This design comes from an exercise in tuning for small area on the open sky130 flow, not from production work. No functional check of the RTL was part of any run shown here. Power is estimated from default activity; no workload was simulated.

### flow/run.sh
#!/bin/bash
# The standard layout (the standard.sh, standard synthesis unchanged),
# with two changes:
#  - the port buffers that buffer_ports inserts on every input and output
#    are buf_1 instead of the default cell;
#  - clock tree synthesis uses larger sink clusters of clkbuf_8 and no
#    dummy loads.
set -euo pipefail
CTS="-sink_clustering_enable -repair_clock_nets -dont_use_dummy_load"
CTS="$CTS -buf_list {${CTS_BUFS:-sky130_fd_sc_hd__clkbuf_8}}"
CTS="$CTS -sink_clustering_size ${CTS_SIZE:-15} -sink_clustering_max_diameter ${CTS_DIAM:-50}"
bash standard.sh \
  "BUFFER_PORTS_ARGS=-buffer_cell sky130_fd_sc_hd__buf_1" \
  "CTS_ARGS=$CTS" \
  finish > standard.log 2>&1
### standard.sh
#!/bin/bash
# synth_recipe.tcl (not shown) runs the flow's synth.tcl, then flattens the netlist and writes it again
# the make line also repeats each setting of config.mk as NAME=value (left out here)
make -C /OpenROAD-flow-scripts/flow DESIGN_CONFIG=/design/flow/config.mk WORK_HOME=/design/flow/orfs CLKGATE_MAP_FILE= SYNTH_SCRIPT=/design/flow/synth_recipe.tcl "${@:-finish}"
### config.mk
export PLATFORM = sky130hd
export DESIGN_NAME = vdx_istore_ecc
export DESIGN_NICKNAME = vdx_istore_ecc
export VERILOG_FILES = /design/flow/design.v
export SDC_FILE = /design/flow/constraint.sdc
export NUM_CORES = 4
export LEC_CHECK = 0
export CAP_MARGIN = 20
export CORE_AREA = 2 2.72 498 109.52
export DIE_AREA = 0 0 500 112
export SLEW_MARGIN = 20
export SYNTH_HIERARCHICAL = 1
export SYNTH_MINIMUM_KEEP_SIZE = 0
### constraint.sdc
create_clock -name core_clock -period 8.0 [get_ports {clk}]
set_input_delay 1.6000 -clock core_clock [delete_from_list [all_inputs] [get_ports {clk}]]
set_output_delay 1.6000 -clock core_clock [all_outputs]
set_load 0.01 [all_outputs]
### design.v
`default_nettype none
module vdx_istore_ecc (
    input  wire          clk,
    input  wire          rst,
    input  wire          wr_valid,
    input  wire [79:0]   wr_data,
    output reg           enc_valid,
    output reg  [7:0]    enc_chk,
    input  wire [3:0]    rd_valid,
    input  wire [351:0]  rd_word,
    output reg  [3:0]    chk_valid,
    output reg  [7:0]    chk_status,
    output reg  [319:0]  chk_data,
    output wire [3:0]    wb_valid,
    output reg  [31:0]   wb_chk,
    input  wire          cnt_clr,
    output reg  [15:0]   ce_cnt
);
    wire [7:0] wr_chk;
    vdx_enc u_enc (.d(wr_data), .c(wr_chk));
    always @(posedge clk) begin
        enc_valid <= wr_valid & ~rst;
        enc_chk   <= wr_chk;
    end
    reg [3:0]   s1_valid;
    reg [351:0] s1_word;
    always @(posedge clk) begin
        s1_valid <= rd_valid & {4{~rst}};
        s1_word  <= rd_word;
    end
    genvar g, k;
    generate
        for (g = 0; g < 4; g = g + 1) begin : g_lane
            wire [87:0] w = s1_word[g*88 +: 88];
            wire [6:0]  s;
            wire        p;
            vdx_syn u_syn (.w(w), .s(s), .p(p));
            wire nz   = |s;
            wire big  = s[6] & (s[5] | (s[4] & s[3]));    
            wire [1:0] status = {(p ^ nz) | (p & big), nz};
            wire [7:0]  lo;
            wire [10:0] hi;
            for (k = 0; k < 8; k = k + 1) begin : g_lo
                assign lo[k] = (s[2:0] == k);
            end
            for (k = 0; k < 11; k = k + 1) begin : g_hi
                assign hi[k] = p & (s[6:3] == k);
            end
            wire [79:0] data;
            wire [7:0]  chk;
            vdx_fix u_fix0 (.d(w[0]), .h(hi[0]), .l(lo[3]), .y(data[0]));
            vdx_fix u_fix1 (.d(w[1]), .h(hi[0]), .l(lo[5]), .y(data[1]));
            vdx_fix u_fix2 (.d(w[2]), .h(hi[0]), .l(lo[6]), .y(data[2]));
            vdx_fix u_fix3 (.d(w[3]), .h(hi[0]), .l(lo[7]), .y(data[3]));
            vdx_fix u_fix4 (.d(w[4]), .h(hi[1]), .l(lo[1]), .y(data[4]));
            vdx_fix u_fix5 (.d(w[5]), .h(hi[1]), .l(lo[2]), .y(data[5]));
            vdx_fix u_fix6 (.d(w[6]), .h(hi[1]), .l(lo[3]), .y(data[6]));
            vdx_fix u_fix7 (.d(w[7]), .h(hi[1]), .l(lo[4]), .y(data[7]));
            vdx_fix u_fix8 (.d(w[8]), .h(hi[1]), .l(lo[5]), .y(data[8]));
            vdx_fix u_fix9 (.d(w[9]), .h(hi[1]), .l(lo[6]), .y(data[9]));
            vdx_fix u_fix10 (.d(w[10]), .h(hi[1]), .l(lo[7]), .y(data[10]));
            vdx_fix u_fix11 (.d(w[11]), .h(hi[2]), .l(lo[1]), .y(data[11]));
            vdx_fix u_fix12 (.d(w[12]), .h(hi[2]), .l(lo[2]), .y(data[12]));
            vdx_fix u_fix13 (.d(w[13]), .h(hi[2]), .l(lo[3]), .y(data[13]));
            vdx_fix u_fix14 (.d(w[14]), .h(hi[2]), .l(lo[4]), .y(data[14]));
            vdx_fix u_fix15 (.d(w[15]), .h(hi[2]), .l(lo[5]), .y(data[15]));
            vdx_fix u_fix16 (.d(w[16]), .h(hi[2]), .l(lo[6]), .y(data[16]));
            vdx_fix u_fix17 (.d(w[17]), .h(hi[2]), .l(lo[7]), .y(data[17]));
            vdx_fix u_fix18 (.d(w[18]), .h(hi[3]), .l(lo[0]), .y(data[18]));
            vdx_fix u_fix19 (.d(w[19]), .h(hi[3]), .l(lo[1]), .y(data[19]));
            vdx_fix u_fix20 (.d(w[20]), .h(hi[3]), .l(lo[2]), .y(data[20]));
            vdx_fix u_fix21 (.d(w[21]), .h(hi[3]), .l(lo[3]), .y(data[21]));
            vdx_fix u_fix22 (.d(w[22]), .h(hi[3]), .l(lo[4]), .y(data[22]));
            vdx_fix u_fix23 (.d(w[23]), .h(hi[3]), .l(lo[5]), .y(data[23]));
            vdx_fix u_fix24 (.d(w[24]), .h(hi[3]), .l(lo[6]), .y(data[24]));
            vdx_fix u_fix25 (.d(w[25]), .h(hi[3]), .l(lo[7]), .y(data[25]));
            vdx_fix u_fix26 (.d(w[26]), .h(hi[4]), .l(lo[1]), .y(data[26]));
            vdx_fix u_fix27 (.d(w[27]), .h(hi[4]), .l(lo[2]), .y(data[27]));
            vdx_fix u_fix28 (.d(w[28]), .h(hi[4]), .l(lo[3]), .y(data[28]));
            vdx_fix u_fix29 (.d(w[29]), .h(hi[4]), .l(lo[4]), .y(data[29]));
            vdx_fix u_fix30 (.d(w[30]), .h(hi[4]), .l(lo[5]), .y(data[30]));
            vdx_fix u_fix31 (.d(w[31]), .h(hi[4]), .l(lo[6]), .y(data[31]));
            vdx_fix u_fix32 (.d(w[32]), .h(hi[4]), .l(lo[7]), .y(data[32]));
            vdx_fix u_fix33 (.d(w[33]), .h(hi[5]), .l(lo[0]), .y(data[33]));
            vdx_fix u_fix34 (.d(w[34]), .h(hi[5]), .l(lo[1]), .y(data[34]));
            vdx_fix u_fix35 (.d(w[35]), .h(hi[5]), .l(lo[2]), .y(data[35]));
            vdx_fix u_fix36 (.d(w[36]), .h(hi[5]), .l(lo[3]), .y(data[36]));
            vdx_fix u_fix37 (.d(w[37]), .h(hi[5]), .l(lo[4]), .y(data[37]));
            vdx_fix u_fix38 (.d(w[38]), .h(hi[5]), .l(lo[5]), .y(data[38]));
            vdx_fix u_fix39 (.d(w[39]), .h(hi[5]), .l(lo[6]), .y(data[39]));
            vdx_fix u_fix40 (.d(w[40]), .h(hi[5]), .l(lo[7]), .y(data[40]));
            vdx_fix u_fix41 (.d(w[41]), .h(hi[6]), .l(lo[0]), .y(data[41]));
            vdx_fix u_fix42 (.d(w[42]), .h(hi[6]), .l(lo[1]), .y(data[42]));
            vdx_fix u_fix43 (.d(w[43]), .h(hi[6]), .l(lo[2]), .y(data[43]));
            vdx_fix u_fix44 (.d(w[44]), .h(hi[6]), .l(lo[3]), .y(data[44]));
            vdx_fix u_fix45 (.d(w[45]), .h(hi[6]), .l(lo[4]), .y(data[45]));
            vdx_fix u_fix46 (.d(w[46]), .h(hi[6]), .l(lo[5]), .y(data[46]));
            vdx_fix u_fix47 (.d(w[47]), .h(hi[6]), .l(lo[6]), .y(data[47]));
            vdx_fix u_fix48 (.d(w[48]), .h(hi[6]), .l(lo[7]), .y(data[48]));
            vdx_fix u_fix49 (.d(w[49]), .h(hi[7]), .l(lo[0]), .y(data[49]));
            vdx_fix u_fix50 (.d(w[50]), .h(hi[7]), .l(lo[1]), .y(data[50]));
            vdx_fix u_fix51 (.d(w[51]), .h(hi[7]), .l(lo[2]), .y(data[51]));
            vdx_fix u_fix52 (.d(w[52]), .h(hi[7]), .l(lo[3]), .y(data[52]));
            vdx_fix u_fix53 (.d(w[53]), .h(hi[7]), .l(lo[4]), .y(data[53]));
            vdx_fix u_fix54 (.d(w[54]), .h(hi[7]), .l(lo[5]), .y(data[54]));
            vdx_fix u_fix55 (.d(w[55]), .h(hi[7]), .l(lo[6]), .y(data[55]));
            vdx_fix u_fix56 (.d(w[56]), .h(hi[7]), .l(lo[7]), .y(data[56]));
            vdx_fix u_fix57 (.d(w[57]), .h(hi[8]), .l(lo[1]), .y(data[57]));
            vdx_fix u_fix58 (.d(w[58]), .h(hi[8]), .l(lo[2]), .y(data[58]));
            vdx_fix u_fix59 (.d(w[59]), .h(hi[8]), .l(lo[3]), .y(data[59]));
            vdx_fix u_fix60 (.d(w[60]), .h(hi[8]), .l(lo[4]), .y(data[60]));
            vdx_fix u_fix61 (.d(w[61]), .h(hi[8]), .l(lo[5]), .y(data[61]));
            vdx_fix u_fix62 (.d(w[62]), .h(hi[8]), .l(lo[6]), .y(data[62]));
            vdx_fix u_fix63 (.d(w[63]), .h(hi[8]), .l(lo[7]), .y(data[63]));
            vdx_fix u_fix64 (.d(w[64]), .h(hi[9]), .l(lo[0]), .y(data[64]));
            vdx_fix u_fix65 (.d(w[65]), .h(hi[9]), .l(lo[1]), .y(data[65]));
            vdx_fix u_fix66 (.d(w[66]), .h(hi[9]), .l(lo[2]), .y(data[66]));
            vdx_fix u_fix67 (.d(w[67]), .h(hi[9]), .l(lo[3]), .y(data[67]));
            vdx_fix u_fix68 (.d(w[68]), .h(hi[9]), .l(lo[4]), .y(data[68]));
            vdx_fix u_fix69 (.d(w[69]), .h(hi[9]), .l(lo[5]), .y(data[69]));
            vdx_fix u_fix70 (.d(w[70]), .h(hi[9]), .l(lo[6]), .y(data[70]));
            vdx_fix u_fix71 (.d(w[71]), .h(hi[9]), .l(lo[7]), .y(data[71]));
            vdx_fix u_fix72 (.d(w[72]), .h(hi[10]), .l(lo[0]), .y(data[72]));
            vdx_fix u_fix73 (.d(w[73]), .h(hi[10]), .l(lo[1]), .y(data[73]));
            vdx_fix u_fix74 (.d(w[74]), .h(hi[10]), .l(lo[2]), .y(data[74]));
            vdx_fix u_fix75 (.d(w[75]), .h(hi[10]), .l(lo[3]), .y(data[75]));
            vdx_fix u_fix76 (.d(w[76]), .h(hi[10]), .l(lo[4]), .y(data[76]));
            vdx_fix u_fix77 (.d(w[77]), .h(hi[10]), .l(lo[5]), .y(data[77]));
            vdx_fix u_fix78 (.d(w[78]), .h(hi[10]), .l(lo[6]), .y(data[78]));
            vdx_fix u_fix79 (.d(w[79]), .h(hi[10]), .l(lo[7]), .y(data[79]));
            vdx_fix u_fixc0 (.d(w[80]), .h(hi[0]), .l(lo[1]), .y(chk[0]));
            vdx_fix u_fixc1 (.d(w[81]), .h(hi[0]), .l(lo[2]), .y(chk[1]));
            vdx_fix u_fixc2 (.d(w[82]), .h(hi[0]), .l(lo[4]), .y(chk[2]));
            vdx_fix u_fixc3 (.d(w[83]), .h(hi[1]), .l(lo[0]), .y(chk[3]));
            vdx_fix u_fixc4 (.d(w[84]), .h(hi[2]), .l(lo[0]), .y(chk[4]));
            vdx_fix u_fixc5 (.d(w[85]), .h(hi[4]), .l(lo[0]), .y(chk[5]));
            vdx_fix u_fixc6 (.d(w[86]), .h(hi[8]), .l(lo[0]), .y(chk[6]));
            vdx_fix u_fixc7 (.d(w[87]), .h(hi[0]), .l(lo[0]), .y(chk[7]));
            always @(posedge clk) begin
                chk_valid[g]         <= s1_valid[g] & ~rst;
                chk_status[g*2 +: 2] <= status;
                chk_data[g*80 +: 80] <= data;
                wb_chk[g*8 +: 8]     <= chk;
            end
            assign wb_valid[g] = chk_valid[g] &
                                 (chk_status[g*2] ^ chk_status[g*2+1]);
        end
    endgenerate
    wire a0, a1, n0, b1, n1, n2;
    vdx_fa u_pc0 (.a(wb_valid[0]), .b(wb_valid[1]), .c(wb_valid[2]), .s(a0), .co(a1));
    vdx_ha u_pc1 (.a(a0), .b(wb_valid[3]), .s(n0), .co(b1));
    vdx_ha u_pc2 (.a(a1), .b(b1), .s(n1), .co(n2));
    wire [16:0] c;
    wire [15:0] sum;
    assign c[0] = 1'b0;
    vdx_ha u_s0 (.a(ce_cnt[0]), .b(n0), .s(sum[0]), .co(c[1]));
    vdx_fa u_s1 (.a(ce_cnt[1]), .b(n1), .c(c[1]), .s(sum[1]), .co(c[2]));
    vdx_fa u_s2 (.a(ce_cnt[2]), .b(n2), .c(c[2]), .s(sum[2]), .co(c[3]));
    genvar i;
    generate
        for (i = 3; i < 16; i = i + 1) begin : g_inc
            vdx_ha u_s (.a(ce_cnt[i]), .b(c[i]), .s(sum[i]), .co(c[i+1]));
        end
    endgenerate
    always @(posedge clk) begin
        if (rst || cnt_clr)
            ce_cnt <= 16'd0;
        else
            ce_cnt <= sum | {16{c[16]}};
    end
endmodule
module vdx_syn (
    input  wire [87:0] w,
    output wire [6:0]  s,
    output wire        p
);
    wire x0;
    vdx_xor u_x0 (.a(w[87]), .b(w[80]), .y(x0));
    wire x1;
    vdx_xor u_x1 (.a(w[81]), .b(w[0]), .y(x1));
    wire x2;
    vdx_xor u_x2 (.a(w[80]), .b(w[0]), .y(x2));
    wire x3;
    vdx_xor u_x3 (.a(x0), .b(x1), .y(x3));
    wire x4;
    vdx_xor u_x4 (.a(w[82]), .b(w[1]), .y(x4));
    wire x5;
    vdx_xor u_x5 (.a(w[2]), .b(w[3]), .y(x5));
    wire x6;
    vdx_xor u_x6 (.a(w[1]), .b(w[3]), .y(x6));
    wire x7;
    vdx_xor u_x7 (.a(x4), .b(x5), .y(x7));
    wire x8;
    vdx_xor u_x8 (.a(x2), .b(x6), .y(x8));
    wire x9;
    vdx_xor u_x9 (.a(x1), .b(x5), .y(x9));
    wire x10;
    vdx_xor u_x10 (.a(x3), .b(x7), .y(x10));
    wire x11;
    vdx_xor u_x11 (.a(w[83]), .b(w[4]), .y(x11));
    wire x12;
    vdx_xor u_x12 (.a(w[5]), .b(w[6]), .y(x12));
    wire x13;
    vdx_xor u_x13 (.a(w[4]), .b(w[6]), .y(x13));
    wire x14;
    vdx_xor u_x14 (.a(x11), .b(x12), .y(x14));
    wire x15;
    vdx_xor u_x15 (.a(w[7]), .b(w[8]), .y(x15));
    wire x16;
    vdx_xor u_x16 (.a(w[9]), .b(w[10]), .y(x16));
    wire x17;
    vdx_xor u_x17 (.a(w[8]), .b(w[10]), .y(x17));
    wire x18;
    vdx_xor u_x18 (.a(x15), .b(x16), .y(x18));
    wire x19;
    vdx_xor u_x19 (.a(x13), .b(x17), .y(x19));
    wire x20;
    vdx_xor u_x20 (.a(x12), .b(x16), .y(x20));
    wire x21;
    vdx_xor u_x21 (.a(x14), .b(x18), .y(x21));
    wire x22;
    vdx_xor u_x22 (.a(x8), .b(x19), .y(x22));
    wire x23;
    vdx_xor u_x23 (.a(x9), .b(x20), .y(x23));
    wire x24;
    vdx_xor u_x24 (.a(x7), .b(x18), .y(x24));
    wire x25;
    vdx_xor u_x25 (.a(x10), .b(x21), .y(x25));
    wire x26;
    vdx_xor u_x26 (.a(w[84]), .b(w[11]), .y(x26));
    wire x27;
    vdx_xor u_x27 (.a(w[12]), .b(w[13]), .y(x27));
    wire x28;
    vdx_xor u_x28 (.a(w[11]), .b(w[13]), .y(x28));
    wire x29;
    vdx_xor u_x29 (.a(x26), .b(x27), .y(x29));
    wire x30;
    vdx_xor u_x30 (.a(w[14]), .b(w[15]), .y(x30));
    wire x31;
    vdx_xor u_x31 (.a(w[16]), .b(w[17]), .y(x31));
    wire x32;
    vdx_xor u_x32 (.a(w[15]), .b(w[17]), .y(x32));
    wire x33;
    vdx_xor u_x33 (.a(x30), .b(x31), .y(x33));
    wire x34;
    vdx_xor u_x34 (.a(x28), .b(x32), .y(x34));
    wire x35;
    vdx_xor u_x35 (.a(x27), .b(x31), .y(x35));
    wire x36;
    vdx_xor u_x36 (.a(x29), .b(x33), .y(x36));
    wire x37;
    vdx_xor u_x37 (.a(w[18]), .b(w[19]), .y(x37));
    wire x38;
    vdx_xor u_x38 (.a(w[20]), .b(w[21]), .y(x38));
    wire x39;
    vdx_xor u_x39 (.a(w[19]), .b(w[21]), .y(x39));
    wire x40;
    vdx_xor u_x40 (.a(x37), .b(x38), .y(x40));
    wire x41;
    vdx_xor u_x41 (.a(w[22]), .b(w[23]), .y(x41));
    wire x42;
    vdx_xor u_x42 (.a(w[24]), .b(w[25]), .y(x42));
    wire x43;
    vdx_xor u_x43 (.a(w[23]), .b(w[25]), .y(x43));
    wire x44;
    vdx_xor u_x44 (.a(x41), .b(x42), .y(x44));
    wire x45;
    vdx_xor u_x45 (.a(x39), .b(x43), .y(x45));
    wire x46;
    vdx_xor u_x46 (.a(x38), .b(x42), .y(x46));
    wire x47;
    vdx_xor u_x47 (.a(x40), .b(x44), .y(x47));
    wire x48;
    vdx_xor u_x48 (.a(x34), .b(x45), .y(x48));
    wire x49;
    vdx_xor u_x49 (.a(x35), .b(x46), .y(x49));
    wire x50;
    vdx_xor u_x50 (.a(x33), .b(x44), .y(x50));
    wire x51;
    vdx_xor u_x51 (.a(x36), .b(x47), .y(x51));
    wire x52;
    vdx_xor u_x52 (.a(x22), .b(x48), .y(x52));
    wire x53;
    vdx_xor u_x53 (.a(x23), .b(x49), .y(x53));
    wire x54;
    vdx_xor u_x54 (.a(x24), .b(x50), .y(x54));
    wire x55;
    vdx_xor u_x55 (.a(x21), .b(x47), .y(x55));
    wire x56;
    vdx_xor u_x56 (.a(x25), .b(x51), .y(x56));
    wire x57;
    vdx_xor u_x57 (.a(w[85]), .b(w[26]), .y(x57));
    wire x58;
    vdx_xor u_x58 (.a(w[27]), .b(w[28]), .y(x58));
    wire x59;
    vdx_xor u_x59 (.a(w[26]), .b(w[28]), .y(x59));
    wire x60;
    vdx_xor u_x60 (.a(x57), .b(x58), .y(x60));
    wire x61;
    vdx_xor u_x61 (.a(w[29]), .b(w[30]), .y(x61));
    wire x62;
    vdx_xor u_x62 (.a(w[31]), .b(w[32]), .y(x62));
    wire x63;
    vdx_xor u_x63 (.a(w[30]), .b(w[32]), .y(x63));
    wire x64;
    vdx_xor u_x64 (.a(x61), .b(x62), .y(x64));
    wire x65;
    vdx_xor u_x65 (.a(x59), .b(x63), .y(x65));
    wire x66;
    vdx_xor u_x66 (.a(x58), .b(x62), .y(x66));
    wire x67;
    vdx_xor u_x67 (.a(x60), .b(x64), .y(x67));
    wire x68;
    vdx_xor u_x68 (.a(w[33]), .b(w[34]), .y(x68));
    wire x69;
    vdx_xor u_x69 (.a(w[35]), .b(w[36]), .y(x69));
    wire x70;
    vdx_xor u_x70 (.a(w[34]), .b(w[36]), .y(x70));
    wire x71;
    vdx_xor u_x71 (.a(x68), .b(x69), .y(x71));
    wire x72;
    vdx_xor u_x72 (.a(w[37]), .b(w[38]), .y(x72));
    wire x73;
    vdx_xor u_x73 (.a(w[39]), .b(w[40]), .y(x73));
    wire x74;
    vdx_xor u_x74 (.a(w[38]), .b(w[40]), .y(x74));
    wire x75;
    vdx_xor u_x75 (.a(x72), .b(x73), .y(x75));
    wire x76;
    vdx_xor u_x76 (.a(x70), .b(x74), .y(x76));
    wire x77;
    vdx_xor u_x77 (.a(x69), .b(x73), .y(x77));
    wire x78;
    vdx_xor u_x78 (.a(x71), .b(x75), .y(x78));
    wire x79;
    vdx_xor u_x79 (.a(x65), .b(x76), .y(x79));
    wire x80;
    vdx_xor u_x80 (.a(x66), .b(x77), .y(x80));
    wire x81;
    vdx_xor u_x81 (.a(x64), .b(x75), .y(x81));
    wire x82;
    vdx_xor u_x82 (.a(x67), .b(x78), .y(x82));
    wire x83;
    vdx_xor u_x83 (.a(w[41]), .b(w[42]), .y(x83));
    wire x84;
    vdx_xor u_x84 (.a(w[43]), .b(w[44]), .y(x84));
    wire x85;
    vdx_xor u_x85 (.a(w[42]), .b(w[44]), .y(x85));
    wire x86;
    vdx_xor u_x86 (.a(x83), .b(x84), .y(x86));
    wire x87;
    vdx_xor u_x87 (.a(w[45]), .b(w[46]), .y(x87));
    wire x88;
    vdx_xor u_x88 (.a(w[47]), .b(w[48]), .y(x88));
    wire x89;
    vdx_xor u_x89 (.a(w[46]), .b(w[48]), .y(x89));
    wire x90;
    vdx_xor u_x90 (.a(x87), .b(x88), .y(x90));
    wire x91;
    vdx_xor u_x91 (.a(x85), .b(x89), .y(x91));
    wire x92;
    vdx_xor u_x92 (.a(x84), .b(x88), .y(x92));
    wire x93;
    vdx_xor u_x93 (.a(x86), .b(x90), .y(x93));
    wire x94;
    vdx_xor u_x94 (.a(w[49]), .b(w[50]), .y(x94));
    wire x95;
    vdx_xor u_x95 (.a(w[51]), .b(w[52]), .y(x95));
    wire x96;
    vdx_xor u_x96 (.a(w[50]), .b(w[52]), .y(x96));
    wire x97;
    vdx_xor u_x97 (.a(x94), .b(x95), .y(x97));
    wire x98;
    vdx_xor u_x98 (.a(w[53]), .b(w[54]), .y(x98));
    wire x99;
    vdx_xor u_x99 (.a(w[55]), .b(w[56]), .y(x99));
    wire x100;
    vdx_xor u_x100 (.a(w[54]), .b(w[56]), .y(x100));
    wire x101;
    vdx_xor u_x101 (.a(x98), .b(x99), .y(x101));
    wire x102;
    vdx_xor u_x102 (.a(x96), .b(x100), .y(x102));
    wire x103;
    vdx_xor u_x103 (.a(x95), .b(x99), .y(x103));
    wire x104;
    vdx_xor u_x104 (.a(x97), .b(x101), .y(x104));
    wire x105;
    vdx_xor u_x105 (.a(x91), .b(x102), .y(x105));
    wire x106;
    vdx_xor u_x106 (.a(x92), .b(x103), .y(x106));
    wire x107;
    vdx_xor u_x107 (.a(x90), .b(x101), .y(x107));
    wire x108;
    vdx_xor u_x108 (.a(x93), .b(x104), .y(x108));
    wire x109;
    vdx_xor u_x109 (.a(x79), .b(x105), .y(x109));
    wire x110;
    vdx_xor u_x110 (.a(x80), .b(x106), .y(x110));
    wire x111;
    vdx_xor u_x111 (.a(x81), .b(x107), .y(x111));
    wire x112;
    vdx_xor u_x112 (.a(x78), .b(x104), .y(x112));
    wire x113;
    vdx_xor u_x113 (.a(x82), .b(x108), .y(x113));
    wire x114;
    vdx_xor u_x114 (.a(x52), .b(x109), .y(x114));
    wire x115;
    vdx_xor u_x115 (.a(x53), .b(x110), .y(x115));
    wire x116;
    vdx_xor u_x116 (.a(x54), .b(x111), .y(x116));
    wire x117;
    vdx_xor u_x117 (.a(x55), .b(x112), .y(x117));
    wire x118;
    vdx_xor u_x118 (.a(x51), .b(x108), .y(x118));
    wire x119;
    vdx_xor u_x119 (.a(x56), .b(x113), .y(x119));
    wire x120;
    vdx_xor u_x120 (.a(w[86]), .b(w[57]), .y(x120));
    wire x121;
    vdx_xor u_x121 (.a(w[58]), .b(w[59]), .y(x121));
    wire x122;
    vdx_xor u_x122 (.a(w[57]), .b(w[59]), .y(x122));
    wire x123;
    vdx_xor u_x123 (.a(x120), .b(x121), .y(x123));
    wire x124;
    vdx_xor u_x124 (.a(w[60]), .b(w[61]), .y(x124));
    wire x125;
    vdx_xor u_x125 (.a(w[62]), .b(w[63]), .y(x125));
    wire x126;
    vdx_xor u_x126 (.a(w[61]), .b(w[63]), .y(x126));
    wire x127;
    vdx_xor u_x127 (.a(x124), .b(x125), .y(x127));
    wire x128;
    vdx_xor u_x128 (.a(x122), .b(x126), .y(x128));
    wire x129;
    vdx_xor u_x129 (.a(x121), .b(x125), .y(x129));
    wire x130;
    vdx_xor u_x130 (.a(x123), .b(x127), .y(x130));
    wire x131;
    vdx_xor u_x131 (.a(w[64]), .b(w[65]), .y(x131));
    wire x132;
    vdx_xor u_x132 (.a(w[66]), .b(w[67]), .y(x132));
    wire x133;
    vdx_xor u_x133 (.a(w[65]), .b(w[67]), .y(x133));
    wire x134;
    vdx_xor u_x134 (.a(x131), .b(x132), .y(x134));
    wire x135;
    vdx_xor u_x135 (.a(w[68]), .b(w[69]), .y(x135));
    wire x136;
    vdx_xor u_x136 (.a(w[70]), .b(w[71]), .y(x136));
    wire x137;
    vdx_xor u_x137 (.a(w[69]), .b(w[71]), .y(x137));
    wire x138;
    vdx_xor u_x138 (.a(x135), .b(x136), .y(x138));
    wire x139;
    vdx_xor u_x139 (.a(x133), .b(x137), .y(x139));
    wire x140;
    vdx_xor u_x140 (.a(x132), .b(x136), .y(x140));
    wire x141;
    vdx_xor u_x141 (.a(x134), .b(x138), .y(x141));
    wire x142;
    vdx_xor u_x142 (.a(x128), .b(x139), .y(x142));
    wire x143;
    vdx_xor u_x143 (.a(x129), .b(x140), .y(x143));
    wire x144;
    vdx_xor u_x144 (.a(x127), .b(x138), .y(x144));
    wire x145;
    vdx_xor u_x145 (.a(x130), .b(x141), .y(x145));
    wire x146;
    vdx_xor u_x146 (.a(w[72]), .b(w[73]), .y(x146));
    wire x147;
    vdx_xor u_x147 (.a(w[74]), .b(w[75]), .y(x147));
    wire x148;
    vdx_xor u_x148 (.a(w[73]), .b(w[75]), .y(x148));
    wire x149;
    vdx_xor u_x149 (.a(x146), .b(x147), .y(x149));
    wire x150;
    vdx_xor u_x150 (.a(w[76]), .b(w[77]), .y(x150));
    wire x151;
    vdx_xor u_x151 (.a(w[78]), .b(w[79]), .y(x151));
    wire x152;
    vdx_xor u_x152 (.a(w[77]), .b(w[79]), .y(x152));
    wire x153;
    vdx_xor u_x153 (.a(x150), .b(x151), .y(x153));
    wire x154;
    vdx_xor u_x154 (.a(x148), .b(x152), .y(x154));
    wire x155;
    vdx_xor u_x155 (.a(x147), .b(x151), .y(x155));
    wire x156;
    vdx_xor u_x156 (.a(x149), .b(x153), .y(x156));
    wire x157;
    vdx_xor u_x157 (.a(x142), .b(x154), .y(x157));
    wire x158;
    vdx_xor u_x158 (.a(x143), .b(x155), .y(x158));
    wire x159;
    vdx_xor u_x159 (.a(x144), .b(x153), .y(x159));
    wire x160;
    vdx_xor u_x160 (.a(x145), .b(x156), .y(x160));
    wire x161;
    vdx_xor u_x161 (.a(x114), .b(x157), .y(x161));
    wire x162;
    vdx_xor u_x162 (.a(x115), .b(x158), .y(x162));
    wire x163;
    vdx_xor u_x163 (.a(x116), .b(x159), .y(x163));
    wire x164;
    vdx_xor u_x164 (.a(x117), .b(x141), .y(x164));
    wire x165;
    vdx_xor u_x165 (.a(x118), .b(x156), .y(x165));
    wire x166;
    vdx_xor u_x166 (.a(x119), .b(x160), .y(x166));
    assign s[0] = x161;
    assign s[1] = x162;
    assign s[2] = x163;
    assign s[3] = x164;
    assign s[4] = x165;
    assign s[5] = x113;
    assign s[6] = x160;
    assign p = x166;
endmodule
module vdx_enc (
    input  wire [79:0] d,
    output wire [7:0]  c
);
    wire e0;
    vdx_xor u_e0 (.a(d[56]), .b(d[25]), .y(e0));
    wire e1;
    vdx_xor u_e1 (.a(d[40]), .b(d[71]), .y(e1));
    wire e2;
    vdx_xor u_e2 (.a(d[10]), .b(e0), .y(e2));
    wire e3;
    vdx_xor u_e3 (.a(e1), .b(e2), .y(e3));
    wire e4;
    vdx_xor u_e4 (.a(d[48]), .b(d[79]), .y(e4));
    wire e5;
    vdx_xor u_e5 (.a(d[17]), .b(e4), .y(e5));
    wire e6;
    vdx_xor u_e6 (.a(d[32]), .b(d[63]), .y(e6));
    wire e7;
    vdx_xor u_e7 (.a(d[3]), .b(e6), .y(e7));
    wire e8;
    vdx_xor u_e8 (.a(e5), .b(e7), .y(e8));
    wire e9;
    vdx_xor u_e9 (.a(e3), .b(e8), .y(e9));
    wire e10;
    vdx_xor u_e10 (.a(d[52]), .b(d[21]), .y(e10));
    wire e11;
    vdx_xor u_e11 (.a(d[36]), .b(d[67]), .y(e11));
    wire e12;
    vdx_xor u_e12 (.a(d[6]), .b(e10), .y(e12));
    wire e13;
    vdx_xor u_e13 (.a(e11), .b(e12), .y(e13));
    wire e14;
    vdx_xor u_e14 (.a(d[44]), .b(d[75]), .y(e14));
    wire e15;
    vdx_xor u_e15 (.a(d[13]), .b(e14), .y(e15));
    wire e16;
    vdx_xor u_e16 (.a(d[28]), .b(d[59]), .y(e16));
    wire e17;
    vdx_xor u_e17 (.a(d[0]), .b(e16), .y(e17));
    wire e18;
    vdx_xor u_e18 (.a(e15), .b(e17), .y(e18));
    wire e19;
    vdx_xor u_e19 (.a(e13), .b(e18), .y(e19));
    wire e20;
    vdx_xor u_e20 (.a(e9), .b(e19), .y(e20));
    wire e21;
    vdx_xor u_e21 (.a(d[54]), .b(d[23]), .y(e21));
    wire e22;
    vdx_xor u_e22 (.a(d[38]), .b(d[69]), .y(e22));
    wire e23;
    vdx_xor u_e23 (.a(d[8]), .b(e21), .y(e23));
    wire e24;
    vdx_xor u_e24 (.a(e22), .b(e23), .y(e24));
    wire e25;
    vdx_xor u_e25 (.a(d[46]), .b(d[77]), .y(e25));
    wire e26;
    vdx_xor u_e26 (.a(d[15]), .b(e25), .y(e26));
    wire e27;
    vdx_xor u_e27 (.a(d[30]), .b(d[61]), .y(e27));
    wire e28;
    vdx_xor u_e28 (.a(d[1]), .b(e27), .y(e28));
    wire e29;
    vdx_xor u_e29 (.a(e26), .b(e28), .y(e29));
    wire e30;
    vdx_xor u_e30 (.a(e24), .b(e29), .y(e30));
    wire e31;
    vdx_xor u_e31 (.a(d[50]), .b(d[19]), .y(e31));
    wire e32;
    vdx_xor u_e32 (.a(d[34]), .b(d[65]), .y(e32));
    wire e33;
    vdx_xor u_e33 (.a(d[4]), .b(e31), .y(e33));
    wire e34;
    vdx_xor u_e34 (.a(e32), .b(e33), .y(e34));
    wire e35;
    vdx_xor u_e35 (.a(d[42]), .b(d[73]), .y(e35));
    wire e36;
    vdx_xor u_e36 (.a(d[11]), .b(e35), .y(e36));
    wire e37;
    vdx_xor u_e37 (.a(d[26]), .b(d[57]), .y(e37));
    wire e38;
    vdx_xor u_e38 (.a(e37), .b(e36), .y(e38));
    wire e39;
    vdx_xor u_e39 (.a(e34), .b(e38), .y(e39));
    wire e40;
    vdx_xor u_e40 (.a(e30), .b(e39), .y(e40));
    wire e41;
    vdx_xor u_e41 (.a(e20), .b(e40), .y(e41));
    wire e42;
    vdx_xor u_e42 (.a(d[55]), .b(d[24]), .y(e42));
    wire e43;
    vdx_xor u_e43 (.a(d[39]), .b(d[70]), .y(e43));
    wire e44;
    vdx_xor u_e44 (.a(d[9]), .b(e42), .y(e44));
    wire e45;
    vdx_xor u_e45 (.a(e43), .b(e44), .y(e45));
    wire e46;
    vdx_xor u_e46 (.a(d[47]), .b(d[78]), .y(e46));
    wire e47;
    vdx_xor u_e47 (.a(d[16]), .b(e46), .y(e47));
    wire e48;
    vdx_xor u_e48 (.a(d[31]), .b(d[62]), .y(e48));
    wire e49;
    vdx_xor u_e49 (.a(d[2]), .b(e48), .y(e49));
    wire e50;
    vdx_xor u_e50 (.a(e47), .b(e49), .y(e50));
    wire e51;
    vdx_xor u_e51 (.a(e45), .b(e50), .y(e51));
    wire e52;
    vdx_xor u_e52 (.a(d[51]), .b(d[20]), .y(e52));
    wire e53;
    vdx_xor u_e53 (.a(d[35]), .b(d[66]), .y(e53));
    wire e54;
    vdx_xor u_e54 (.a(d[5]), .b(e52), .y(e54));
    wire e55;
    vdx_xor u_e55 (.a(e53), .b(e54), .y(e55));
    wire e56;
    vdx_xor u_e56 (.a(d[43]), .b(d[74]), .y(e56));
    wire e57;
    vdx_xor u_e57 (.a(d[12]), .b(e56), .y(e57));
    wire e58;
    vdx_xor u_e58 (.a(d[27]), .b(d[58]), .y(e58));
    wire e59;
    vdx_xor u_e59 (.a(e58), .b(e57), .y(e59));
    wire e60;
    vdx_xor u_e60 (.a(e55), .b(e59), .y(e60));
    wire e61;
    vdx_xor u_e61 (.a(e51), .b(e60), .y(e61));
    wire e62;
    vdx_xor u_e62 (.a(e61), .b(e20), .y(e62));
    wire e63;
    vdx_xor u_e63 (.a(d[53]), .b(d[22]), .y(e63));
    wire e64;
    vdx_xor u_e64 (.a(d[37]), .b(d[68]), .y(e64));
    wire e65;
    vdx_xor u_e65 (.a(d[7]), .b(e63), .y(e65));
    wire e66;
    vdx_xor u_e66 (.a(e64), .b(e65), .y(e66));
    wire e67;
    vdx_xor u_e67 (.a(d[45]), .b(d[76]), .y(e67));
    wire e68;
    vdx_xor u_e68 (.a(d[14]), .b(e67), .y(e68));
    wire e69;
    vdx_xor u_e69 (.a(d[29]), .b(d[60]), .y(e69));
    wire e70;
    vdx_xor u_e70 (.a(e69), .b(e68), .y(e70));
    wire e71;
    vdx_xor u_e71 (.a(e66), .b(e70), .y(e71));
    wire e72;
    vdx_xor u_e72 (.a(e9), .b(e71), .y(e72));
    wire e73;
    vdx_xor u_e73 (.a(e30), .b(e51), .y(e73));
    wire e74;
    vdx_xor u_e74 (.a(e72), .b(e73), .y(e74));
    wire e75;
    vdx_xor u_e75 (.a(d[49]), .b(d[18]), .y(e75));
    wire e76;
    vdx_xor u_e76 (.a(d[33]), .b(d[64]), .y(e76));
    wire e77;
    vdx_xor u_e77 (.a(e75), .b(e76), .y(e77));
    wire e78;
    vdx_xor u_e78 (.a(e77), .b(e13), .y(e78));
    wire e79;
    vdx_xor u_e79 (.a(e24), .b(e45), .y(e79));
    wire e80;
    vdx_xor u_e80 (.a(e3), .b(e78), .y(e80));
    wire e81;
    vdx_xor u_e81 (.a(e79), .b(e80), .y(e81));
    wire e82;
    vdx_xor u_e82 (.a(e34), .b(e55), .y(e82));
    wire e83;
    vdx_xor u_e83 (.a(e66), .b(e82), .y(e83));
    wire e84;
    vdx_xor u_e84 (.a(e83), .b(e81), .y(e84));
    wire e85;
    vdx_xor u_e85 (.a(d[41]), .b(d[72]), .y(e85));
    wire e86;
    vdx_xor u_e86 (.a(e31), .b(e52), .y(e86));
    wire e87;
    vdx_xor u_e87 (.a(e63), .b(e10), .y(e87));
    wire e88;
    vdx_xor u_e88 (.a(e21), .b(e42), .y(e88));
    wire e89;
    vdx_xor u_e89 (.a(e0), .b(e85), .y(e89));
    wire e90;
    vdx_xor u_e90 (.a(e15), .b(e26), .y(e90));
    wire e91;
    vdx_xor u_e91 (.a(e47), .b(e5), .y(e91));
    wire e92;
    vdx_xor u_e92 (.a(e86), .b(e87), .y(e92));
    wire e93;
    vdx_xor u_e93 (.a(e88), .b(e89), .y(e93));
    wire e94;
    vdx_xor u_e94 (.a(e90), .b(e91), .y(e94));
    wire e95;
    vdx_xor u_e95 (.a(e92), .b(e93), .y(e95));
    wire e96;
    vdx_xor u_e96 (.a(e94), .b(e95), .y(e96));
    wire e97;
    vdx_xor u_e97 (.a(e75), .b(e36), .y(e97));
    wire e98;
    vdx_xor u_e98 (.a(e57), .b(e68), .y(e98));
    wire e99;
    vdx_xor u_e99 (.a(e97), .b(e98), .y(e99));
    wire e100;
    vdx_xor u_e100 (.a(e99), .b(e96), .y(e100));
    wire e101;
    vdx_xor u_e101 (.a(d[28]), .b(d[30]), .y(e101));
    wire e102;
    vdx_xor u_e102 (.a(d[31]), .b(d[34]), .y(e102));
    wire e103;
    vdx_xor u_e103 (.a(d[35]), .b(d[37]), .y(e103));
    wire e104;
    vdx_xor u_e104 (.a(d[42]), .b(d[43]), .y(e104));
    wire e105;
    vdx_xor u_e105 (.a(d[45]), .b(d[49]), .y(e105));
    wire e106;
    vdx_xor u_e106 (.a(d[32]), .b(d[36]), .y(e106));
    wire e107;
    vdx_xor u_e107 (.a(d[38]), .b(d[39]), .y(e107));
    wire e108;
    vdx_xor u_e108 (.a(d[44]), .b(d[46]), .y(e108));
    wire e109;
    vdx_xor u_e109 (.a(d[47]), .b(d[50]), .y(e109));
    wire e110;
    vdx_xor u_e110 (.a(d[51]), .b(d[53]), .y(e110));
    wire e111;
    vdx_xor u_e111 (.a(d[40]), .b(d[48]), .y(e111));
    wire e112;
    vdx_xor u_e112 (.a(d[52]), .b(d[54]), .y(e112));
    wire e113;
    vdx_xor u_e113 (.a(d[55]), .b(d[56]), .y(e113));
    wire e114;
    vdx_xor u_e114 (.a(e101), .b(e102), .y(e114));
    wire e115;
    vdx_xor u_e115 (.a(e103), .b(e104), .y(e115));
    wire e116;
    vdx_xor u_e116 (.a(e105), .b(e106), .y(e116));
    wire e117;
    vdx_xor u_e117 (.a(e107), .b(e108), .y(e117));
    wire e118;
    vdx_xor u_e118 (.a(e109), .b(e110), .y(e118));
    wire e119;
    vdx_xor u_e119 (.a(e111), .b(e112), .y(e119));
    wire e120;
    vdx_xor u_e120 (.a(e113), .b(e114), .y(e120));
    wire e121;
    vdx_xor u_e121 (.a(e115), .b(e116), .y(e121));
    wire e122;
    vdx_xor u_e122 (.a(e117), .b(e118), .y(e122));
    wire e123;
    vdx_xor u_e123 (.a(e119), .b(e120), .y(e123));
    wire e124;
    vdx_xor u_e124 (.a(e121), .b(e122), .y(e124));
    wire e125;
    vdx_xor u_e125 (.a(e123), .b(e124), .y(e125));
    wire e126;
    vdx_xor u_e126 (.a(d[26]), .b(d[27]), .y(e126));
    wire e127;
    vdx_xor u_e127 (.a(d[29]), .b(d[33]), .y(e127));
    wire e128;
    vdx_xor u_e128 (.a(d[41]), .b(e126), .y(e128));
    wire e129;
    vdx_xor u_e129 (.a(e127), .b(e128), .y(e129));
    wire e130;
    vdx_xor u_e130 (.a(e129), .b(e125), .y(e130));
    wire e131;
    vdx_xor u_e131 (.a(d[59]), .b(d[61]), .y(e131));
    wire e132;
    vdx_xor u_e132 (.a(d[62]), .b(d[65]), .y(e132));
    wire e133;
    vdx_xor u_e133 (.a(d[66]), .b(d[68]), .y(e133));
    wire e134;
    vdx_xor u_e134 (.a(d[73]), .b(d[74]), .y(e134));
    wire e135;
    vdx_xor u_e135 (.a(d[76]), .b(d[63]), .y(e135));
    wire e136;
    vdx_xor u_e136 (.a(d[67]), .b(d[69]), .y(e136));
    wire e137;
    vdx_xor u_e137 (.a(d[70]), .b(d[75]), .y(e137));
    wire e138;
    vdx_xor u_e138 (.a(d[77]), .b(d[78]), .y(e138));
    wire e139;
    vdx_xor u_e139 (.a(d[71]), .b(d[79]), .y(e139));
    wire e140;
    vdx_xor u_e140 (.a(e131), .b(e132), .y(e140));
    wire e141;
    vdx_xor u_e141 (.a(e133), .b(e134), .y(e141));
    wire e142;
    vdx_xor u_e142 (.a(e135), .b(e136), .y(e142));
    wire e143;
    vdx_xor u_e143 (.a(e137), .b(e138), .y(e143));
    wire e144;
    vdx_xor u_e144 (.a(e139), .b(e140), .y(e144));
    wire e145;
    vdx_xor u_e145 (.a(e141), .b(e142), .y(e145));
    wire e146;
    vdx_xor u_e146 (.a(e143), .b(e144), .y(e146));
    wire e147;
    vdx_xor u_e147 (.a(e145), .b(e146), .y(e147));
    wire e148;
    vdx_xor u_e148 (.a(d[57]), .b(d[58]), .y(e148));
    wire e149;
    vdx_xor u_e149 (.a(d[60]), .b(d[64]), .y(e149));
    wire e150;
    vdx_xor u_e150 (.a(d[72]), .b(e148), .y(e150));
    wire e151;
    vdx_xor u_e151 (.a(e149), .b(e150), .y(e151));
    wire e152;
    vdx_xor u_e152 (.a(e151), .b(e147), .y(e152));
    wire e153;
    vdx_xor u_e153 (.a(e61), .b(e72), .y(e153));
    wire e154;
    vdx_xor u_e154 (.a(e96), .b(e125), .y(e154));
    wire e155;
    vdx_xor u_e155 (.a(e147), .b(e41), .y(e155));
    wire e156;
    vdx_xor u_e156 (.a(e81), .b(e153), .y(e156));
    wire e157;
    vdx_xor u_e157 (.a(e154), .b(e155), .y(e157));
    wire e158;
    vdx_xor u_e158 (.a(e156), .b(e157), .y(e158));
    assign c[0] = e41;
    assign c[1] = e62;
    assign c[2] = e74;
    assign c[3] = e84;
    assign c[4] = e100;
    assign c[5] = e130;
    assign c[6] = e152;
    assign c[7] = e158;
endmodule
module vdx_xor (
    input  wire a,
    input  wire b,
    output wire y
);
    assign y = a ^ b;
endmodule
module vdx_fix (
    input  wire d,
    input  wire h,
    input  wire l,
    output wire y
);
    assign y = d ^ (h & l);
endmodule
module vdx_ha (
    input  wire a,
    input  wire b,
    output wire s,
    output wire co
);
    assign {co, s} = a + b;
endmodule
module vdx_fa (
    input  wire a,
    input  wire b,
    input  wire c,
    output wire s,
    output wire co
);
    assign {co, s} = a + b + c;
endmodule
`default_nettype wire
==> flow_summary_export.csv, run 1 <==
group,metric,value,unit
synth,yosysUniqueCellTypes,24,
drt,first_pass_iters,7,
clocking,root_buffer,"clkbuf_8",
clocking,cts_buffers,55,
sta,rsz0062_at_grt,"no",
synth,synth_fp_nets,2973,
sta,clock_skew,0.0525,ns
min_path,min_from,"s1_word[297]",
sta,fin_crit_sh,0.682,
synth,ys_seq_area_frac,0.529,
power,power.internal,0.00682,W
worst_setup_path,critical_path_arrival,6.05,ns
power,p_comb_frac,0.522,
sta,setup_viol,0,
sta,hold_viol_final,0,
synth,ys.warnings.count,7,
drt,drtAntennaViolNets,0,
drt,routed_via_density,4.58,
synth,synth_area,28200,sq um
clocking,clockBufferDepth,3,
placed_design,gp_congestion,0.852,
placed_design,dpl.cell_count,4028,
drt,drtIter0Drc,856,
finish,drive_above_1_share,0.0258,
clocking,tritoncts,"built",
power,power_switching,0.00624,W
grt,grt_max_degree,17,
floorplan,die_w,500,microns
grt,grt.total_usage,0.246,
worst_setup_path,critPathRequiredTime,8.59,ns
drt,drc,0,
grt,grt_pass1_wl,106000,microns
worst_setup_path,crit_path_end_kind,"register",
floorplan,ios,833,
power,power_frac_clock,0.136,
sta,slew_viol_final,0,
synth,synth_area_per_cell,11.2,sq um
grt,antenna_found_initial,6,
sta,maxSlewHeadroom,0.232,
clocking,cts_max_level,2,
power,ir_drop,0.362,mV
finish,final_cells,4089,
placed_design,port-buffer-count,832,
floorplan,core_area,52600,sq um
sta,period_needed,5.46,ns
min_path,hp-class,"reg -> reg",
worst_setup_path,r2r_start,"chk_status[1]",
sta,tns,0,ns
worst_setup_path,startpoint_type,"register",
power,p_sw_frac,0.478,
clocking,clk_pin_slew,0.10,ns
outcome,status,"complete, no violations",
clocking,post_cts_resized,0,
power,leakage,12.9,nW
sta,max_freq,183,MHz
power,seq_power_share,0.341,
clocking,postCtsSetupBuffers,0,
sta,worst_pin_slew,1.15,ns
synth,synthArstFlopShare,0,
grt,first_global_vias,19524,
worst_setup_path,crit_path_max_fanout,16,
synth,synth_ff_type,"dfxtp_1",
floorplan,rows,39,
placed_design,dp.final_hpwl,54400,microns
clocking,clock-sinks,745,
floorplan,initial_utilization,0.536,
grt,grt_overflow,0,
power,p_per_area,397,nW/um^2
finish,nets,3828,
synth,ys_ff_latch,745,
synth,synthCells,2514,
drt,wl,70300,microns
floorplan,dieArea,56000,sq um
run,drv_cap,0,
synth,synth_edf_count,0,
drt,wl_per_cell,17.2,microns
worst_setup_path,crit_start,"chk_status[1]",
sta,holdWs,0.444,ns
clocking,worstSkewPairLatency,0.70,ns
drt,vias,18747,
clocking,postCtsHoldBufs,0,
floorplan,fp.dieH,112,microns
worst_setup_path,criticalPathCategory,"reg -> reg",
finish,syn_to_final_growth,16.7,%
[cells in the final DEF, fill, tap and decap left out]
master	n
buf_6	1
a221o_1	4
nand2b_1	16
dfxtp_1	745
o21ai_0	4
nor2_1	27
and3_1	4
clkbuf_8	55
nor3_2	6
xnor2_1	352
nand2_1	366
fa_1	3
nor4_1	3
nor3b_2	6
nor2b_1	13
buf_4	12
diode_2	5
nor3_1	18
and2_1	4
a21oi_1	4
or4_1	8
a21boi_0	4
buf_1	832
ha_1	16
and3b_1	10
o21a_1	16
xor2_1	831
nor3b_4	6
nor4_2	1
[per-layer routing]
metal  track usage  up-vias  part of all wire  routed length, microns
met3        0.0483      125             0.045                    3160
met1         0.288     8855              0.41                   28800
met5             0        -                 0                       0
met4        0.0741        0             0.026                    1820
li1              -     9379                 -                       -
met2         0.455      388              0.52                   36600
[critical path: stages (launching register included)]
cell and delay, ns:
dfxtp_1 0.33, xor2_1 0.16, and2_1 0.19, fa_1 0.50, ha_1 0.22, ha_1 0.29
fa_1 0.41, fa_1 0.38, ha_1 0.19, ha_1 0.18, ha_1 0.18, ha_1 0.21
ha_1 0.21, ha_1 0.19, ha_1 0.18, ha_1 0.18, ha_1 0.18, ha_1 0.18
ha_1 0.18, ha_1 0.17, ha_1 0.38, o21a_1 0.27
[path summary, 6_finish.rpt]
path	endpoint	slack [ns]	cells after the start
setup reg to reg	ce_cnt[3]	2.54	21
hold reg to reg	chk_data[273]	0.44	1
setup / recovery	ce_cnt[3]	2.54	21
hold / removal	chk_data[273]	0.44	1
[synth_stat cells (8+ instances only)]
library cell  count  area share
ha_1             16      0.0071
or4_1             8      0.0021
clkbuf_1         10      0.0013
and3b_1          10      0.0031
nor3b_1          12      0.0032
buf_4            36      0.0096
nor2b_1          13      0.0029
nor3_1           24      0.0043
dfxtp_1         745        0.53
xor2_1          831        0.26
nand2_1         366       0.049
o21a_1           16      0.0043
nor2_1           27      0.0036
nand2b_1         16      0.0036
xnor2_1         352        0.11
[per-module statistics from Yosys (local to each module, per instance)]
module          copies in the design  cells  flops+latches  area, sq um
vdx_fix                          352      2              0         12.5
vdx_syn                            4      7              0         52.6
vdx_ha                            16      1              0         12.5
vdx_enc                            1      8              0         60.1
vdx_fa                             3      1              0         20.0
vdx_xor                          827      1              0         8.76
vdx_istore_ecc                     1    928            745        16000
[kinds of logic after synthesis]
family / after synthesis / synth area share
AO/OA/AOI/OAI: 32 / 0.00817
buffers and inverters: 47 / 0.0111
AND/OR/NAND/NOR: 488 / 0.0742
XOR/XNOR: 1183 / 0.368
adder cells (fa/ha/maj): 19 / 0.00924
flip-flops: 745 / 0.529
[area by class of cell]
cell class              instances  area (sq um)
fillers                      4477         19700
flip-flops and latches        745         14900
repair buffers                845          3220
clock buffers                  55           757
well taps                     717           897
multi-input cells            1722         13100
diodes                          5          12.5
[metrics by stage]
step / utilization / worst slack [ns] / total power, W / cell area [sq um]
5_1_grt: 0.626 / 2.32 / 0.0138 / 32900
2_1_floorplan: - / 2.69 / 0.00909 / 28200
3_5_place_dp: 0.610 / 2.58 / 0.0112 / 32100
3_3_place_gp: 0.610 / 2.69 / 0.0111 / 32000
6_report: 0.626 / 2.54 / 0.0131 / 32900
4_1_cts: 0.625 / 2.54 / 0.0130 / 32800
[sequential cells by signal, summed over array words and instances, names as in the netlist]
| register | cells |
|---|---|
| ce_cnt | 16 |
| enc_valid | 1 |
| s1_word | 352 |
| chk_status | 8 |
| wb_chk | 32 |
| chk_valid | 4 |
| enc_chk | 8 |
| chk_data | 320 |
| s1_valid | 4 |
[power by group through the flow]
| stage | registers (W) | logic, W | clock network [W] |
|---|---|---|---|
| after floorplan | 0.00471 | 0.00439 | 0 |
| after global placement | 0.00454 | 0.00653 | 0 |
| after detailed placement | 0.00455 | 0.00669 | 0 |
| after CTS | 0.00446 | 0.00673 | 0.00185 |
| after global routing | 0.00450 | 0.00733 | 0.00200 |
| final | 0.00445 | 0.00682 | 0.00178 |
==> run 2: changes to the inputs <==
--- a/flow/run.sh
+++ b/flow/run.sh
@@ -1,6 +1,6 @@
 #!/bin/bash
 # The standard layout (the standard.sh, standard synthesis unchanged),
-# with two changes:
+# with these changes:
 #  - the port buffers that buffer_ports inserts on every input and output
 #    are buf_1 instead of the default cell;
 #  - clock tree synthesis uses larger sink clusters of clkbuf_8 and no
==> config.mk (replaced) <==
export PLATFORM = sky130hd
export DESIGN_NAME = vdx_istore_ecc
export DESIGN_NICKNAME = vdx_istore_ecc
export VERILOG_FILES = /design/flow/design.v
export SDC_FILE = /design/flow/constraint.sdc
export NUM_CORES = 4
export LEC_CHECK = 0
export CAP_MARGIN = 0
export CORE_AREA = 2 2.72 498 101.28
export DIE_AREA = 0 0 500 104
export SLEW_MARGIN = 0
export SYNTH_HIERARCHICAL = 1
export SYNTH_MINIMUM_KEEP_SIZE = 0
==> flow_summary_export.csv, run 2 <==
group,metric,value,unit
synth,yosysTopAreaCellShare,0.529,
grt,grt_max_degree,17,
synth,synthMuxAreaShare,0,
worst_setup_path,crit_path_max_fanout,16,
floorplan,rows,36,
worst_setup_path,crit_path_end_kind,"register",
power,seq_power_share,0.345,
synth,synth-simple-area-share,0.0742,
power,power,0.0129,W
placed_design,gp_congestion,0.898,
power,p_comb_frac,0.517,
worst_setup_path,worstPathCellList,"xor2_1 > and2_1 > fa_1 > ha_1 > ha_1 > fa_1 > fa_1 > ha_1 > ha_1 > ha_1 > ha_1 > ha_1 > ha_1 > ha_1 > ha_1 > ha_1 > ha_1 > ha_1 > ha_1 > ha_1 > o21a_1",
clocking,clock-sinks,745,
grt,grtUsageMet1,0.299,
run,drv_cap,0,
worst_setup_path,cp_common_cell,"ha_1",
power,power.internal,0.00674,W
synth,synth_edf_count,0,
synth,ys.warnings.count,7,
floorplan,ios,833,
synth,synth_fa_ha_area_frac,0.00924,
floorplan,die_w,500,microns
drt,drtAntennaViolNets,0,
synth,synth_fp_nets,2973,
floorplan,initial_utilization,0.581,
synth,yosys-top-cells-count,"831 x xor2_1, 745 x dfxtp_1, 366 x nand2_1",
placed_design,dp.final_hpwl,52700,microns
power,power_frac_clock,0.138,
synth,synth.largest_area_cell,"dfxtp_1",
sta,worst_pin_slew,1.21,ns
finish,largest-register,"s1_word",
sta,slew_viol_final,0,
floorplan,fp.dieH,104,microns
finish,final_common_cell,"buf_1",
grt,grt_overflow,0,
finish,syn_to_final_growth,16.3,%
worst_setup_path,critPathRequiredTime,8.57,ns
clocking,postCtsHoldBufs,0,
grt,grt.busiest_layer,"met2",
power,p_per_area,394,nW/um^2
sta,max_freq,183,MHz
synth,synth_area_per_cell,11.2,sq um
synth,synth_area,28200,sq um
grt,grt_util_met2,0.476,
synth,yosysUniqueCellTypes,24,
synth,synth.area.top_cells,"dfxtp_1 53%, xor2_1 26%, xnor2_1 11%",
drt,vias,18676,
finish,fillers,3941,
drt,drtIter0Drc,876,
sta,hold_viol_final,0,
sta,fin_crit_sh,0.681,
grt,antenna_found_initial,4,
drt,wl,68800,microns
floorplan,core_area,48500,sq um
outcome,status,"complete, no violations",
worst_setup_path,critical_path_arrival,6.02,ns
sta,rsz0062_at_grt,"no",
worst_setup_path,max_stage_delay,0.51,ns
synth,synthArstFlopShare,0,
grt,first_global_vias,19163,
synth,ys_seq_area_frac,0.529,
clocking,cts_buffers,55,
drt,first_pass_iters,4,
grt,use_met3,0.0533,
clocking,postCtsSetupBuffers,0,
finish,reg_top3,"s1_word x352, chk_data x320, wb_chk x32",
placed_design,port-buffer-count,832,
clocking,clk_pin_slew,0.11,ns
synth,synth.most_common_cell,"xor2_1",
drt,wl_per_cell,17.0,microns
drt,drc,0,
finish,drive_above_1_share,0.0249,
worst_setup_path,criticalPathCategory,"reg -> reg",
power,leakage,12.9,nW
finish,largest_reg_flops,352,
sta,clock_skew,0.0556,ns
clocking,clockBufferDepth,3,
drt,routed_via_density,4.63,
power,power_switching,0.00615,W
grt,grt.total_usage,0.255,
synth,synth_top_family_by_area,"XOR/XNOR gates",
clocking,root_buffer,"clkbuf_8",
sta,setup_viol,0,
power,ir_drop,0.337,mV
sta,tns,0,ns
min_path,hp-class,"reg -> reg",
synth,synth_ff_type,"dfxtp_1",
grt,grt_pass1_wl,103000,microns
synth,synthCells,2514,
worst_setup_path,startpoint_type,"register",
finish,nets,3828,
synth,synthXorXnorAreaFrac,0.368,
clocking,cts_max_level,2,
sta,holdWs,0.446,ns
clocking,post_cts_resized,0,
clocking,worstSkewPairLatency,0.68,ns
clocking,tritoncts,"built",
finish,final_cell_mix,"832 x buf_1, 831 x xor2_1, 745 x dfxtp_1, 366 x nand2_1, 352 x xnor2_1",
sta,period_needed,5.45,ns
worst_setup_path,cp_slowest_cell,"fa_1",
synth,ys_ff_latch,745,
floorplan,dieArea,52000,sq um
power,p_sw_frac,0.477,
synth,synth-compound-area-share,0.00817,
sta,maxSlewHeadroom,0.191,
==> run 2: metal layers <==
layer  part of all wire  vias to the layer above
met4              0.025                        2
li1                   -                     9380
met1               0.41                     8759
met2               0.51                      403
met5            0.00012                        -
met3              0.048                      132
==> run 2: worst paths after layout <==
kind / from / end / slack, ns / cells after the start
setup / recovery: chk_status[1] / ce_cnt[11] / 2.55 / 21
hold / removal: s1_word[125] / chk_data[117] / 0.45 / 1
setup reg to reg: chk_status[1] / ce_cnt[11] / 2.55 / 21
hold reg to reg: s1_word[125] / chk_data[117] / 0.45 / 1
==> run 2: Yosys stat by module, one instance, submodules excluded <==
module,cell area [sq um],cells inside,times used
vdx_ha,12.5,1,16
vdx_fix,12.5,2,352
vdx_xor,8.76,1,827
vdx_istore_ecc,16000,928,1
vdx_fa,20.0,1,3
vdx_enc,60.1,8,1
vdx_syn,52.6,7,4
==> run 2: layout make-up <==
| class | count | area (sq um) | share of cell area |
|---|---|---|---|
| Tap cell | 665 | 832 | 0.0254 |
| Timing Repair Buffer | 845 | 3220 | 0.0983 |
| Antenna cell | 2 | 5.00 | 0.000153 |
| Sequential cell | 745 | 14900 | 0.455 |
| Multi-Input combinational cell | 1722 | 13000 | 0.398 |
| Clock buffer | 55 | 757 | 0.0231 |
==> run 2: metrics by stage <==
step / instance area, sq um / cells / utilization / setup WS, ns
finish: 32700 / 4034 / 0.675 / 2.55
global route: 32700 / 4034 / 0.675 / 2.34
CTS: 32700 / 4031 / 0.675 / 2.53
detailed placement: 32000 / 3976 / 0.659 / 2.58
global placement: 32000 / 3976 / 0.659 / 2.65
floorplan: 28200 / 2514 / - / 2.69
==> run 2: cells by family after synthesis <==
family,after synthesis
compound gates,32
xor+xnor,1183
fa+ha+maj,19
buf+inv,47
flops,745
simple gates,488
==> run 2: worst max-delay path, delay by kind of cell, from the launching register on <==
family                   cells  cell delay, ns
adder cells (fa/ha/maj)     18            4.38
flip-flops                   1            0.33
AO/OA/AOI/OAI                1            0.26
AND/OR/NAND/NOR              1            0.20
XOR/XNOR                     1            0.15
==> run 2: power groups by stage <==
stage / logic (W) / clock network [W] / registers, W
after CTS: 0.00664 / 0.00183 / 0.00445
after detailed placement: 0.00660 / 0 / 0.00454
after floorplan: 0.00439 / 0 / 0.00471
after global routing: 0.00716 / 0.00199 / 0.00449
after global placement: 0.00651 / 0 / 0.00453
final: 0.00667 / 0.00177 / 0.00445
==> run 3: changes to the inputs <==
==> flow/run.sh (replaced) <==
#!/bin/bash
# The standard layout (the standard.sh, standard synthesis unchanged),
# with two changes:
#  - the port buffers that buffer_ports inserts on every input and output
#    are buf_1 instead of the default cell;
#  - after floorplan, cells that synthesis upsized go back to drive 1;
#  - clock tree synthesis uses larger sink clusters of clkbuf_8 and no
#    dummy loads.
set -euo pipefail
CTS="-sink_clustering_enable -repair_clock_nets -dont_use_dummy_load"
CTS="$CTS -buf_list {${CTS_BUFS:-sky130_fd_sc_hd__clkbuf_8}}"
CTS="$CTS -sink_clustering_size ${CTS_SIZE:-15} -sink_clustering_max_diameter ${CTS_DIAM:-50}"
here=$(cd "$(dirname "$0")" && pwd)
bash standard.sh \
  "POST_FLOORPLAN_TCL=$here/downsize.tcl" \
  "BUFFER_PORTS_ARGS=-buffer_cell sky130_fd_sc_hd__buf_1" \
  "CTS_ARGS=$CTS" \
  finish > standard.log 2>&1
==> flow/downsize.tcl (new file) <==
# Sourced after floorplan (POST_FLOORPLAN_TCL): set every combinational cell
# that synthesis upsized back to its drive-1 variant. The placement and
# later repair steps fix any slew or capacitance this leaves.
set n 0
foreach inst [get_cells *] {
  set ref [get_property $inst ref_name]
  if {[regexp {^(sky130_fd_sc_hd__(?:a|o|nand|nor|and|or|xor|xnor|inv|mux)[0-9a-z_]*?)_([2-9]|1[0-9])$} $ref -> base d]} {
    if {[string match "*df*" $ref] || [string match "*clk*" $ref]} { continue }
    set target ${base}_1
    set lc [get_lib_cells -quiet */$target]
    if {$lc != ""} {
      replace_cell $inst [lindex $lc 0]
      incr n
    }
  }
}
puts "downsize.tcl: $n cells set to drive 1"
--- a/config.mk
+++ b/config.mk
@@ -6,8 +6,8 @@
 export NUM_CORES = 4
 export LEC_CHECK = 0
 export CAP_MARGIN = 0
-export CORE_AREA = 2 2.72 498 101.28
-export DIE_AREA = 0 0 500 104
+export CORE_AREA = 2 2.72 498 109.52
+export DIE_AREA = 0 0 500 112
 export SLEW_MARGIN = 0
 export SYNTH_HIERARCHICAL = 1
 export SYNTH_MINIMUM_KEEP_SIZE = 0
==> flow_summary_export.csv, run 3 <==
group,metric,value,unit
grt,grt_pass1_wl,105000,microns
clocking,clk_pin_slew,0.10,ns
grt,grt.total_usage,0.244,
sta,setup_viol,0,
clocking,clockBufferDepth,3,
sta,slew_viol_final,0,
sta,max_freq,184,MHz
finish,reg_top3,"s1_word x352, chk_data x320, wb_chk x32",
synth,yosysUniqueCellTypes,24,
sta,worst_pin_slew,1.33,ns
grt,grt_max_degree,17,
clocking,worstSkewPairLatency,0.69,ns
grt,grt_overflow,0,
drt,drtIter0Drc,788,
finish,nets,3828,
finish,syn_to_final_growth,16.5,%
floorplan,ios,833,
finish,final_common_cell,"buf_1",
sta,fin_crit_sh,0.681,
finish,largest_reg_flops,352,
power,ir_drop,0.371,mV
sta,maxSlewHeadroom,0.106,
drt,wl_per_cell,17.2,microns
clocking,clock-sinks,745,
worst_setup_path,critPathRequiredTime,8.58,ns
placed_design,port-buffer-count,832,
synth,synth.largest_area_cell,"dfxtp_1",
finish,drive_above_1_share,0.0249,
synth,synthArstFlopShare,0,
sta,rsz0062_at_grt,"no",
drt,drc,0,
power,p_per_area,392,nW/um^2
synth,synth_area_per_cell,11.2,sq um
placed_design,dp.final_hpwl,54300,microns
clocking,cts_buffers,55,
clocking,tritoncts,"built",
drt,routed_via_density,4.55,
synth,yosys-top-cells-count,"831 x xor2_1, 745 x dfxtp_1, 366 x nand2_1",
finish,fillers,4578,
worst_setup_path,criticalPathCategory,"reg -> reg",
worst_setup_path,crit_path_end_kind,"register",
grt,antenna_found_initial,4,
sta,fin_ws,2.55,ns
synth,synth.most_common_cell,"xor2_1",
floorplan,die_w,500,microns
synth,synth_fp_nets,2973,
worst_setup_path,crit_path_max_fanout,16,
finish,seqCellArea,14900,sq um
synth,ys.warnings.count,7,
clocking,post_cts_resized,0,
grt,first_global_vias,19370,
clocking,cts_max_level,2,
placed_design,dpl_worst_slack,2.58,ns
clocking,postCtsHoldBufs,0,
min_path,hp-class,"reg -> reg",
placed_design,gp_congestion,0.852,
sta,tns,0,ns
synth,ys_seq_area_frac,0.529,
floorplan,core_area,52600,sq um
floorplan,dieArea,56000,sq um
finish,multi_input_area,13000,sq um
outcome,status,"complete, no violations",
finish,largest-register,"s1_word",
sta,clock_skew,0.0755,ns
synth,synth_area,28200,sq um
finish,final_cell_mix,"832 x buf_1, 831 x xor2_1, 745 x dfxtp_1, 366 x nand2_1, 352 x xnor2_1",
sta,hold_viol_final,0,
floorplan,initial_utilization,0.536,
synth,yosysTopAreaCellShare,0.529,
worst_setup_path,critical_path_arrival,6.03,ns
floorplan,rows,39,
synth,synthCells,2514,
synth,synth.area.top_cells,"dfxtp_1 53%, xor2_1 26%, xnor2_1 11%",
drt,vias,18605,
synth,synth_edf_count,0,
drt,drtAntennaViolNets,0,
run,drv_cap,0,
worst_setup_path,startpoint_type,"register",
clocking,root_buffer,"clkbuf_8",
clocking,postCtsSetupBuffers,0,
power,leakage,12.9,nW
drt,wl,70400,microns
drt,first_pass_iters,5,
sta,period_needed,5.45,ns
synth,synth_ff_type,"dfxtp_1",
floorplan,fp.dieH,112,microns
synth,ys_ff_latch,745,
run 3: power breakdown:
group | internal (W) | leakage (nW) | switching [W]
clock | 0.000615 | 0.395 | 0.00116
sequential | 0.00422 | 6.28 | 0.000233
combinational | 0.00191 | 6.19 | 0.00474
total | 0.00674 | 12.9 | 0.00613
run 3: logic make-up after synthesis:
| logic type | Yosys count | share of synthesized area |
|---|---|---|
| fa+ha+maj | 19 | 0.00924 |
| xor+xnor | 1183 | 0.368 |
| flops | 745 | 0.529 |
| buf+inv | 47 | 0.0111 |
| compound gates | 32 | 0.00817 |
| simple gates | 488 | 0.0742 |
run 3: final timing paths:
path,slack [ns],end,start,cells past startpoint
max reg2reg,2.55,ce_cnt[2],chk_status[1],21
max,2.55,ce_cnt[2],chk_status[1],21
min reg2reg,0.44,chk_valid[1],s1_valid[1],1
min,0.44,chk_valid[1],s1_valid[1],1
run 3: final cells by class:
type / instances / area share
diodes: 4 / 0.000305
multi-input cells: 1722 / 0.397
clock buffers: 55 / 0.0231
repair buffers: 845 / 0.0981
flip-flops and latches: 745 / 0.454
well taps: 717 / 0.0273
run 3: metrics by stage:
stage / utilization / hold WS [ns] / std cells / area [sq um] / power, W
6_report: 0.624 / 0.440 / 4088 / 32800 / 0.0129
5_1_grt: 0.624 / 0.473 / 4088 / 32800 / 0.0137
4_1_cts: 0.624 / 0.448 / 4083 / 32800 / 0.0129
3_5_place_dp: 0.610 / 0.432 / 4028 / 32000 / 0.0111
3_3_place_gp: 0.610 / 0.428 / 4028 / 32000 / 0.0111
2_1_floorplan: - / 0.414 / 2514 / 28200 / 0.00909
run 3: critical path, stage by stage (launching register included):
cell and delay, ns:
dfxtp_1 0.34, xor2_1 0.15, and2_1 0.19, fa_1 0.50
ha_1 0.21, ha_1 0.29, fa_1 0.41, fa_1 0.38
ha_1 0.20, ha_1 0.18, ha_1 0.18, ha_1 0.21
ha_1 0.20, ha_1 0.19, ha_1 0.18, ha_1 0.18
ha_1 0.18, ha_1 0.18, ha_1 0.18, ha_1 0.18
ha_1 0.38, o21a_1 0.26
run 3: Yosys stat by module, one instance, submodules excluded:
| module | copies in the design | flops+latches | area (sq um) | cells |
|---|---|---|---|---|
| vdx_enc | 1 | 0 | 60.1 | 8 |
| vdx_fa | 3 | 0 | 20.0 | 1 |
| vdx_fix | 352 | 0 | 12.5 | 2 |
| vdx_syn | 4 | 0 | 52.6 | 7 |
| vdx_xor | 827 | 0 | 8.76 | 1 |
| vdx_istore_ecc | 1 | 745 | 16000 | 928 |
| vdx_ha | 16 | 0 | 12.5 | 1 |
run 3: per-layer routing:
metal	vias up	track usage	part of all wire
met1	8765	0.292	0.42
met5	-	0	0
met2	353	0.456	0.52
met3	114	0.0425	0.039
met4	0	0.0634	0.023
li1	9373	-	-

static timing again, ports no longer ideal:
No port has a modelled driver above. Below, the same layouts with a new extraction and two added sets of constraints. Step 1 assumes that a clkbuf_16 drives the clock port and a buf_2 every other input. Step 2 times the ports against the registers' clock, not the clock port: input delays grow and output delays shrink by t, the midpoint of the rising clock arrivals with the driver on. Slacks: no drivers / after step 1 / after step 2; pairs: no drivers / after step 1.
run	t, ns	slack for setup (ns)
run 1	0.743	2.543 / 2.543 / 2.543
run 2	0.722	2.550 / 2.550 / 2.550
run 3	0.717	2.551 / 2.551 / 2.551
After both steps setup and hold are still met in every run listed.
